Background: an optimization exercise with open tools, aiming at small area, a short achievable clock period and few clock cycles per item. Do not read the settings as production practice. Function was checked by simulation only, so behaviour that the tests miss may differ from the original.

JK:
Design shot_unit, start of the top module:
module shot_unit (
  input  wire        clk,
  input  wire        rst,
  input  wire        in_valid,
  output wire        in_ready,
  input  wire [7:0]  p00,
  input  wire [7:0]  p10,
  input  wire [7:0]  p01,
  input  wire [7:0]  p11,
  input  wire [5:0]  fx,
  input  wire [5:0]  fy,
  input  wire [15:0] f_pix,
  input  wire [7:0]  nominal,
  input  wire [16:0] s_x,
  input  wire [5:0]  l_x,
  input  wire [4:0]  rank,
  input  wire [3:0]  rho_in,
  input  wire [15:0] gain,
  input  wire [3:0]  state,
  input  wire        blank,
  output wire        out_valid,
  output wire [7:0]  code,
  output wire [3:0]  rho_out,
  output wire        rho_we,
  output wire [31:0] loss,
  output wire        sat,
  output wire        missed,
  output wire        stuck_over
);
clock: 300.0 ns
lec_check: 0
abc_area: 1
cap_margin: 20
core_margin: 2
core_utilization: 40
slew_margin: 20
standard.sh (not shown) runs the stock make flow with config.mk's settings and CLKGATE_MAP_FILE= SYNTH_SCRIPT=/design/flow/synth_recipe.tcl, a recipe that flattens the netlist after the stock synthesis.
==> flow/flow/run.sh <==
#!/bin/bash
# Layout flow: the standard synthesis, then popt3.py (chooses, cell by cell,
# among equivalent implementations that read and make inverted or true signals,
# so that fewer inverters are needed; every register is kept as synthesized),
# then the standard layout with sky130_fd_sc_hd__buf_1 as the port buffer
# and a clock tree of clkbuf cells without dummy loads.
# Each tool's output goes to a log file of its own in the work folder.
set -euo pipefail
cd "$(dirname "$0")/.."
W=$(pwd)
R=$W/orfs/results/${FLOW_PLATFORM:-sky130hd}/shot_unit/base
bash standard.sh synth > synth.log 2>&1
cp "$R/1_2_yosys.v" "$R/1_2_yosys_std.v"
for sd in 1 2 3 4; do
  POPT_SEED=$sd POPT_MOVES=1500000 python3 flow/popt3.py "$R/1_2_yosys_std.v" "$W/popt_$sd.v" > "popt_$sd.log" 2>&1 &
done
wait
best=$(for sd in 1 2 3 4; do echo "$(sed -n 's/.*-> \([0-9.]*\) um2.*/\1/p' popt_$sd.log) $sd"; done | sort -n | head -1 | cut -d' ' -f2)
echo "picked seed $best" > popt.log
cat popt_*.log >> popt.log
cp "$W/popt_$best.v" "$R/1_2_yosys.v"
# clock tree: buffer cell, sink cluster size and diameter (um) from flow/cts.txt; no dummy loads
read -r CBUF CSIZE CDIAM < flow/cts.txt
export CTS_ARGS="-sink_clustering_enable -repair_clock_nets -sink_clustering_size $CSIZE -sink_clustering_max_diameter $CDIAM -buf_list $CBUF -dont_use_dummy_load"
BUFFER_PORTS_ARGS="-buffer_cell sky130_fd_sc_hd__buf_1" bash standard.sh finish > layout.log 2>&1
==> flow/flow/cts.txt <==
sky130_fd_sc_hd__clkbuf_4 12 40
Other scripts of this flow, unchanged in this note and not shown: flow/flow/popt3.py
Testbench counts of JK, summed over its fixed seeds: cycles 24,032, items 24,000.
Setup changes, JK to MS
==> flow/flow/cts.txt <==
sky130_fd_sc_hd__clkbuf_8 20 60
Between JK and MS, the difference in sequential share of layout area is negligible. Compared with JK, in MS worst-margin pin slew fell by 3.1 ps, relative max-transition margin rose by 0.20 points, final cell count fell by 0.32%. Cmp MS vs JK: via count of the first global-routing pass lower in MS. Between JK and MS, the difference in post-route cell area is negligible. Per the comparison of MS with JK, highest attainable clock frequency barely changed, clock transition at the registers of the reported paths held.

--- another note on this design; it stands on its own ---

==> inputs of 11-09 <==
## shot_unit
module shot_unit (
  input  wire        clk,
  input  wire        rst,
  input  wire        in_valid,
  output wire        in_ready,
  input  wire [7:0]  p00,
  input  wire [7:0]  p10,
  input  wire [7:0]  p01,
  input  wire [7:0]  p11,
  input  wire [5:0]  fx,
  input  wire [5:0]  fy,
  input  wire [15:0] f_pix,
  input  wire [7:0]  nominal,
  input  wire [16:0] s_x,
  input  wire [5:0]  l_x,
  input  wire [4:0]  rank,
  input  wire [3:0]  rho_in,
  input  wire [15:0] gain,
  input  wire [3:0]  state,
  input  wire        blank,
  output wire        out_valid,
  output wire [7:0]  code,
  output wire [3:0]  rho_out,
  output wire        rho_we,
  output wire [31:0] loss,
  output wire        sat,
  output wire        missed,
  output wire        stuck_over
);
export LEC_CHECK = 0
export ABC_AREA = 1
export CAP_MARGIN = 0
export CORE_MARGIN = 2
export CORE_UTILIZATION = 40
export CTS_BUF_LIST = sky130_fd_sc_hd__clkbuf_8
export CTS_CLUSTER_DIAMETER = 60
export CTS_CLUSTER_SIZE = 20
export SLEW_MARGIN = 0
create_clock -name core_clock -period 300.0 [get_ports {clk}]
standard.sh (not shown) runs the stock make flow with config.mk's settings and CLKGATE_MAP_FILE= SYNTH_SCRIPT=/design/flow/synth_recipe.tcl, a recipe that flattens the netlist after the stock synthesis.
==> flow/flow/run.sh <==
#!/bin/bash
# Layout flow: the standard synthesis, then popt2.py (picks the polarity of
# each full adder, xor, mux and half adder, and swaps cells for complements, so that fewer
# inverters are needed; every register is kept as synthesized), then the standard flow's
# standard layout with sky130_fd_sc_hd__buf_1 as the port buffer.
# Each tool's output goes to a log file of its own in the work folder.
set -euo pipefail
cd "$(dirname "$0")/.."
W=$(pwd)
R=$W/orfs/results/${FLOW_PLATFORM:-sky130hd}/shot_unit/base
bash standard.sh synth > synth.log 2>&1
cp "$R/1_2_yosys.v" "$R/1_2_yosys_std.v"
python3 flow/popt2.py "$R/1_2_yosys_std.v" "$R/1_2_yosys.v" > popt.log 2>&1
BUFFER_PORTS_ARGS="-buffer_cell sky130_fd_sc_hd__buf_1" bash standard.sh finish > layout.log 2>&1
Other scripts of this flow, unchanged in this note and not shown: flow/flow/popt2.py
==> 10-07: changes against 11-09 <==
CAP_MARGIN = 20   (was 0)
SLEW_MARGIN = 20   (was 0)
==> run notes <==
item	10-07	11-09
Status	no timing/DRC/antenna violations	no timing/DRC/antenna violations
Worst clock skew	47.54 ps	47.54 ps
Slew at the pin with the worst max-slew slack	1012 ps	1154 ps
Routed metal-1 wire length	37.65 mm	37.65 mm
Detailed-routed wire length on met3	5.139 mm	5.152 mm
R2r setup slk	245330 ps	245220 ps
Final core occ	0.4322	0.4322
Multi-input gate share of the layout cell area	0.7540	0.7540
Area Growth Syn to Fin	7.257%	7.250%
Post-DR wirelength/cell	17.74 µm	17.74 µm
Rel. slew slack	0.3242	0.2296
Number of cell instances on the worst register-to-register path	153	152
Length of routed met2 wiring	44.98 mm	44.98 mm
Aggregate routed wire length	90.35 mm	90.38 mm
Final standard cell area without fillers	39500 µm²	39500 µm²
Overall via count from detail_route	26.22k	26.23k
Testbench counts of 11-09, summed over its fixed seeds: cycles 24,032, items 24,000.
Testbench counts of 10-07, summed over its fixed seeds: cycles 24,032, items 24,000.

## what the ideal ports hide
How much do the figures lean on ideal ports? The routed layouts below were timed once more, with nothing changed but the port constraints. Step 1, drivers: a clkbuf_16 drives clk and a buf_2 each remaining input, both assumed. Step 2 also shifts input and output timing later by t, the mid clock arrival at the registers, as if the neighbouring blocks saw the same clock. Three values: ideal, step 1, step 2; two values: the first two.
run	t, ns	slack for setup (ns)	hold slack, ns	worst setup path at the end	worst register clock-pin slew, ns
JK	0.881	238.453 / 238.393 / 238.743	0.329 / 0.329 / 0.329	input to register	0.11 / 0.11
MS	0.766	238.581 / 238.520 / 238.747	0.318 / 0.318 / 0.318	input to register	0.11 / 0.11
11-09	0.743	238.658 / 238.591 / 238.906	0.330 / 0.330 / 0.330	input to register	0.11 / 0.11
10-07	0.743	238.658 / 238.591 / 238.906	0.330 / 0.330 / 0.330	input to register	0.11 / 0.11
After both steps setup and hold are still met in every run listed.
